This is an optimization exercise on Yosys and OpenROAD, whose aim is small area and a short achievable clock period, not a production implementation.
Only simulation tests tie the RTL to the original design; equivalence was not proved.

==> run.sh <==
#!/bin/bash
# synth_recipe.tcl (not shown) runs the flow's synth.tcl, then flattens the netlist and writes it again
# the make line also repeats each setting of config.mk as NAME=value (left out here)
make -C /OpenROAD-flow-scripts/flow DESIGN_CONFIG=/design/flow/config.mk WORK_HOME=/design/flow/orfs CLKGATE_MAP_FILE= SYNTH_SCRIPT=/design/flow/synth_recipe.tcl finish
==> config.mk <==
export PLATFORM = sky130hd
export DESIGN_NAME = gx_word_codec
export DESIGN_NICKNAME = gx_word_codec
export VERILOG_FILES = /design/flow/design.v
export SDC_FILE = /design/flow/constraint.sdc
export NUM_CORES = 4
export LEC_CHECK = 0
export CAP_MARGIN = 20
export CORE_MARGIN = 2
export CORE_UTILIZATION = 40
export SLEW_MARGIN = 20
==> constraint.sdc <==
create_clock -name core_clock -period 26.0 [get_ports {clk}]
set_input_delay 5.2000 -clock core_clock [delete_from_list [all_inputs] [get_ports {clk}]]
set_output_delay 5.2000 -clock core_clock [all_outputs]
set_load 0.01 [all_outputs]
==> design.v <==
module gx_codec_lane (
    input  wire        clk,
    input  wire        rst,          
    input  wire        in_valid,
    input  wire        in_op,        
    input  wire [30:0] in_word,      
    input  wire [15:0] in_row,       
    output reg         out_valid,
    output reg  [2:0]  out_status,   
    output reg  [19:0] out_data,     
    output reg  [10:0] out_syn,      
    output reg  [30:0] out_word      
);
    localparam [2:0] ST_CLEAN  = 3'd0;
    localparam [2:0] ST_CE1    = 3'd1;
    localparam [2:0] ST_CE2    = 3'd2;
    localparam [2:0] ST_UNCORR = 3'd3;
    localparam [2:0] ST_POISON = 3'd4;
    localparam [9:0] G_LOW = 10'h369;    
    localparam [9:0] PI    = 10'h383;    
    function [4:0] gf_mul(input [4:0] a, input [4:0] b);
        reg [4:0] r;
        reg [4:0] t;
        integer   i;
        begin
            r = 5'd0;
            t = a;
            for (i = 0; i < 5; i = i + 1) begin
                if (b[i])
                    r = r ^ t;
                t = {t[3:0], 1'b0} ^ (t[4] ? 5'b00101 : 5'b00000);
            end
            gf_mul = r;
        end
    endfunction
    function [4:0] alpha_pow(input integer n);
        reg [4:0] r;
        integer   i;
        begin
            r = 5'b00001;
            for (i = 0; i < n % 31; i = i + 1)
                r = {r[3:0], 1'b0} ^ (r[4] ? 5'b00101 : 5'b00000);
            alpha_pow = r;
        end
    endfunction
    function [4:0] gf_inv(input [4:0] a);
        reg [4:0] a2, a4, a8, a16;
        begin
            a2  = gf_mul(a, a);
            a4  = gf_mul(a2, a2);
            a8  = gf_mul(a4, a4);
            a16 = gf_mul(a8, a8);
            gf_inv = gf_mul(gf_mul(a2, a4), gf_mul(a8, a16));
        end
    endfunction
    function [9:0] fold(input [15:0] row);
        reg [9:0] r;
        reg [9:0] phi;
        integer   i, k;
        begin
            r = 10'd0;
            for (i = 0; i < 16; i = i + 1) begin
                phi = 10'd0;
                for (k = 0; k < 5; k = k + 1)
                    if ((((i + 1) >> k) & 1) != 0)
                        phi = phi ^ (10'h025 << k);
                if (row[i])
                    r = r ^ phi;
            end
            fold = r;
        end
    endfunction
    function [9:0] rem_g(input [19:0] d);
        reg [9:0] r;
        integer   i;
        begin
            r = 10'd0;
            for (i = 19; i >= 0; i = i - 1) begin
                if (r[9] ^ d[i])
                    r = {r[8:0], 1'b0} ^ G_LOW;
                else
                    r = {r[8:0], 1'b0};
            end
            rem_g = r;
        end
    endfunction
    function [30:0] encode(input [19:0] d, input [15:0] row, input poisoned);
        reg [9:0] k;
        reg       p;
        begin
            k = rem_g(d) ^ fold(row);
            p = ^{d, k};
            encode = {p, d, k ^ (poisoned ? PI : 10'd0)};
        end
    endfunction
    reg        s1_valid;
    reg        s1_op;
    reg [30:0] s1_word;
    reg [15:0] s1_row;
    always @(posedge clk) begin
        if (rst)
            s1_valid <= 1'b0;
        else
            s1_valid <= in_valid;
        s1_op   <= in_op;
        s1_word <= in_word;
        s1_row  <= in_row;
    end
    reg [29:0] c;
    reg        syn0;
    reg [4:0]  syn1, syn3;
    reg [4:0]  cube, cst;
    reg [29:0] loc1;         
    reg [29:0] root;         
    reg [4:0]  nroots;
    reg [29:0] flip;
    reg [2:0]  status;
    reg [29:0] fixed;
    integer    j;
    always @* begin
        c    = s1_word[29:0] ^ {20'd0, fold(s1_row)};
        syn0 = ^s1_word;
        syn1 = 5'd0;
        syn3 = 5'd0;
        for (j = 0; j < 30; j = j + 1) begin
            if (c[j]) begin
                syn1 = syn1 ^ alpha_pow(j);
                syn3 = syn3 ^ alpha_pow(3 * j);
            end
        end
        cube = gf_mul(syn1, gf_mul(syn1, syn1));
        cst  = gf_mul(syn3 ^ cube, gf_inv(syn1));
        nroots = 5'd0;
        for (j = 0; j < 30; j = j + 1) begin
            loc1[j] = (syn1 == alpha_pow(j));
            root[j] = ((alpha_pow(2 * j) ^ gf_mul(syn1, alpha_pow(j)) ^ cst) == 5'd0);
            nroots  = nroots + {4'd0, root[j]};
        end
        flip = 30'd0;
        if (syn1 == 5'd0) begin
            if (!syn0 && syn3 == 5'd0)
                status = ST_CLEAN;
            else if (syn0 && syn3 == 5'd0)
                status = ST_CE1;
            else if (syn0 && syn3 == alpha_pow(2))
                status = ST_POISON;
            else
                status = ST_UNCORR;
        end else if (syn3 == cube) begin
            if (loc1 != 30'd0) begin
                flip   = loc1;
                status = syn0 ? ST_CE1 : ST_CE2;
            end else begin
                status = ST_UNCORR;
            end
        end else if (syn0) begin
            status = ST_UNCORR;
        end else if (nroots == 5'd2) begin
            flip   = root;
            status = ST_CE2;
        end else begin
            status = ST_UNCORR;
        end
        fixed = s1_word[29:0] ^ flip;
    end
    wire [19:0] enc_data   = s1_op ? fixed[29:10] : s1_word[19:0];
    wire        enc_poison = s1_op && (status == ST_UNCORR || status == ST_POISON);
    always @(posedge clk) begin
        if (rst)
            out_valid <= 1'b0;
        else
            out_valid <= s1_valid;
        out_status <= status;
        out_data   <= fixed[29:10];
        out_syn    <= {syn0, syn1, syn3};
        out_word   <= encode(enc_data, s1_row, enc_poison);
    end
endmodule
module gx_word_codec #(
    parameter LANES = 4
) (
    input  wire                 clk,
    input  wire                 rst,           
    input  wire                 in_valid,
    input  wire [LANES-1:0]     in_op,         
    input  wire [31*LANES-1:0]  in_word,
    input  wire [16*LANES-1:0]  in_row,
    output wire                 out_valid,
    output wire [3*LANES-1:0]   out_status,
    output wire [20*LANES-1:0]  out_data,
    output wire [11*LANES-1:0]  out_syn,
    output wire [31*LANES-1:0]  out_word
);
    wire [LANES-1:0] lane_valid;
    genvar n;
    generate
        for (n = 0; n < LANES; n = n + 1) begin : g_lane
            gx_codec_lane u_lane (
                .clk        (clk),
                .rst        (rst),
                .in_valid   (in_valid),
                .in_op      (in_op[n]),
                .in_word    (in_word[31*n +: 31]),
                .in_row     (in_row[16*n +: 16]),
                .out_valid  (lane_valid[n]),
                .out_status (out_status[3*n +: 3]),
                .out_data   (out_data[20*n +: 20]),
                .out_syn    (out_syn[11*n +: 11]),
                .out_word   (out_word[31*n +: 31])
            );
        end
    endgenerate
    assign out_valid = lane_valid[0];
endmodule
==> results.yml <==
outcome:
  status: "timing/DRC/antenna clean"
floorplan:
  die_x_microns: 370
  core_area_sq_mm: 0.133
  row_count: 134
  io_pins: 456
  die_h_microns: 370
  die_area_sq_mm: 0.137
  start_util_pct: 40.2
clock_network:
  clk_pin_slew_worst_paths_ns: 0.07
  post_cts_buffers: 0
  clk_path_buf_depth: 3
  numCtsBuffers: 50
  cts-root-buf: "clkbuf_16"
  cts.sinks: 454
  clk_latency_ns: 0.66
  htreeDepth: 2
  cts_tree: "yes"
layout:
  drive_above_1_share_pct: 7.90
  fillers: 12789
  fin_cells: 8183
  diodes: 0
  final_nets: 6762
  stdcell_area_sq_mm: 0.0615
  syn_to_final_growth_pct: 14.9
setup_path:
  reg2reg_to: "g_lane[2].u_lane.out_word[6]"
  reg2reg_from: "g_lane[2].u_lane.s1_word[15]"
  crit_required_ns: 26.48
  rrSetupSlack_ns: 1.12
  reg2regPathDepth: 68
  crit_path_start_kind: "flip-flop"
  cp_slowest_cell: "ha_1"
  endpoint_kind: "flip-flop"
  arrival_ns: 25.36
  max_stage_delay_ns: 0.72
  criticalPathCategory: "flip-flop to flip-flop"
  crit_start: "g_lane[2].u_lane.s1_word[15]"
  endpoint: "g_lane[2].u_lane.out_word[6]"
  cp_max_fo: 26
global_routing:
  grt_pass1_vias: 44234
  grt_pass1_wl_mm: 278
  track_usage_pct: 26.1
  grt_antenna_before_repair: 2
  grt.overflow.total: 0
  grt_start_max_net_pins: 44
sta:
  period_needed_ns: 24.88
  maxSlewViolCount: 0
  hold_violations: 0
  slew_headroom_pct: 26.7
  rsz0062_at_grt: "false"
  tns_ns: 0
  fin_skew_ns: 0.0346
  tightest_slew_ns: 1.09
  fmax_ghz: 0.0402
  setup_viol: 0
  min_period_over_period_pct: 95.7
logic_synthesis:
  synthMostInstantiatedCell: "xnor2_1"
  netlist-cell-type-count: 139
  ys_warn_count: 1
  synthTopCellsByCount: "xnor2_1 (1,264), dfxtp_1 (454), nor2_1 (420)"
  synth_area_leaders: "xnor2_1 (21%), dfxtp_1 (17%), xnor3_1 (9.0%), xor2_1 (5.1%), fa_1 (3.3%)"
  synth_top_area_share_pct: 20.7
  async_flop_share_pct: 0
  synth_area_sq_mm: 0.0536
  synth_seq_area_share_pct: 17.0
  synth_cells: 6095
  syn_nets: 6484
  synth_edf_count: 0
  yosysTopAreaCell: "xnor2_1"
  syn_avg_cell_area_sq_um: 8.79
  synth_seq_cells: 454
  ys.flop_type: "dfxtp_1"
placement:
  hpwl_mm: 145
  io_buffers: 455
  dp_cells: 8089
  placed_area_sq_mm: 0.0598
  place.gp.congestion: 0.950
hold_path:
  hold_path.class: "flip-flop to flip-flop"
detailed_routing:
  drt-wirelength-per-cell_microns: 22.7
  vias: 46194
  drtPass1Iterations: 5
  ant_nets: 0
  via_per_inst: 5.65
  drc: 0
  drt_iter0_drc: 4423
  wirelength_mm: 185
flow_run:
  drv_cap: 0
-- state kept, by name, summed over array words and instances (netlist names) --
register and cells:
g_lane.u_lane.out_data 80, g_lane.u_lane.out_syn 44, g_lane.u_lane.s1_op 4, g_lane.u_lane.out_word 124
g_lane.u_lane.s1_word 124, g_lane.u_lane.s1_row 64, g_lane.u_lane.s1_valid 1, g_lane.u_lane.out_status 12
g_lane.u_lane.out_valid 1
-- cells in the final DEF, fill, tap and decap left out, drive strengths merged, types with 213 or more instances in the layout --
cell type	count
nor2	429
nand2	387
xor2	329
inv	270
clkdlybuf4s50	455
dfxtp	454
xnor2	1323
nand3	213
xnor3	234
a21oi	256
-- worst max-delay path: cells and delay by family, from the launching register on --
kind,cells,cell delay (ns)
xor gates and xnor gates,22,8.69
DFF,1,0.61
buffers and inverters,10,1.56
adders and majority gates,13,5.92
and+or+nand+nor,11,3.93
AOI/OAI and AO/OA,12,3.90
-- metrics by stage --
step,hold WS [ns],util [%],setup WS (ns)
floorplan,0.414,-,4.58
global placement,0.427,44.9,1.33
detailed placement,0.462,44.9,1.42
CTS,0.467,46.2,1.30
global route,0.473,46.2,0.00181
finish,0.469,46.2,1.12
-- how the worst min path moves through the flow --
stage / start / end / cells after the start
after floorplan: g_lane[0].u_lane.s1_valid / g_lane[0].u_lane.out_valid / 1
after global placement: g_lane[0].u_lane.s1_valid / g_lane[0].u_lane.out_valid / 1
after detailed placement: g_lane[0].u_lane.s1_valid / g_lane[0].u_lane.out_valid / 1
after CTS: g_lane[0].u_lane.s1_valid / g_lane[0].u_lane.out_valid / 1
after global routing: g_lane[0].u_lane.s1_valid / g_lane[0].u_lane.out_valid / 1
final: g_lane[0].u_lane.s1_valid / g_lane[0].u_lane.out_valid / 1
-- cell type report --
cell class	instances	area [sq um]	share of cell area [%]
clock buffers	62	1360	2.20
clock inverters	32	387	0.628
inverters	274	1040	1.68
multi-input cells	5028	42100	68.4
flip-flops and latches	454	9090	14.8
well taps	1768	2210	3.59
repair buffers	565	5380	8.74
-- what timing repair did --
item / CTS / global route
hold buffers: 0 / 0
gates resized for setup: 0 / 4
endpoints found under the setup margin: 0 / 6
-- cell families after synthesis --
family	after synthesis	share of synthesized area, %
AO/OA/AOI/OAI	1012	13.3
XOR/XNOR	1922	39.8
adder cells (fa/ha/maj)	195	5.79
buffers and inverters	613	4.68
flip-flops	454	17.0
multiplexers	154	3.15
AND/OR/NAND/NOR	1745	16.3
-- per-layer routing --
metal / wire length (microns) / vias up / GRT usage (%) / share of wire, %
met5: 0 / - / 0 / 0
met4: 5590 / 0 / 7.34 / 3.0
met3: 13400 / 266 / 3.47 / 7.3
met2: 84700 / 1899 / 42.2 / 46
met1: 81700 / 22347 / 36.3 / 44
li1: - / 21682 / - / -

[re-timing with driven ports]
In the flow no input, the clock included, has a driving cell. The finished layout below was timed again as built, in two steps.
Step 1 sets driving cells, clkbuf_16 on the clock port and buf_2 on the other inputs (assumed; they add their load-dependent delay and slew).
Step 2 times the ports against the registers' clock, not the clock port: input delays grow and output delays shrink by t, the midpoint of the rising clock arrivals with the driver on.
Three values: ideal, step 1, step 2; two values: the first two.
t (ns): 0.728
slack for setup (ns): 1.118 / 1.118 / 1.118
worst hold slack (ns): 0.469 / 0.469 / 0.469
worst setup path at the end: register to register
worst slew at a driven data input, ns: 0.12
After both steps this run still meets setup and hold. For this run, drivers alone change the setup slack by 0.000 ns; drivers and shift together by 0.000 ns.
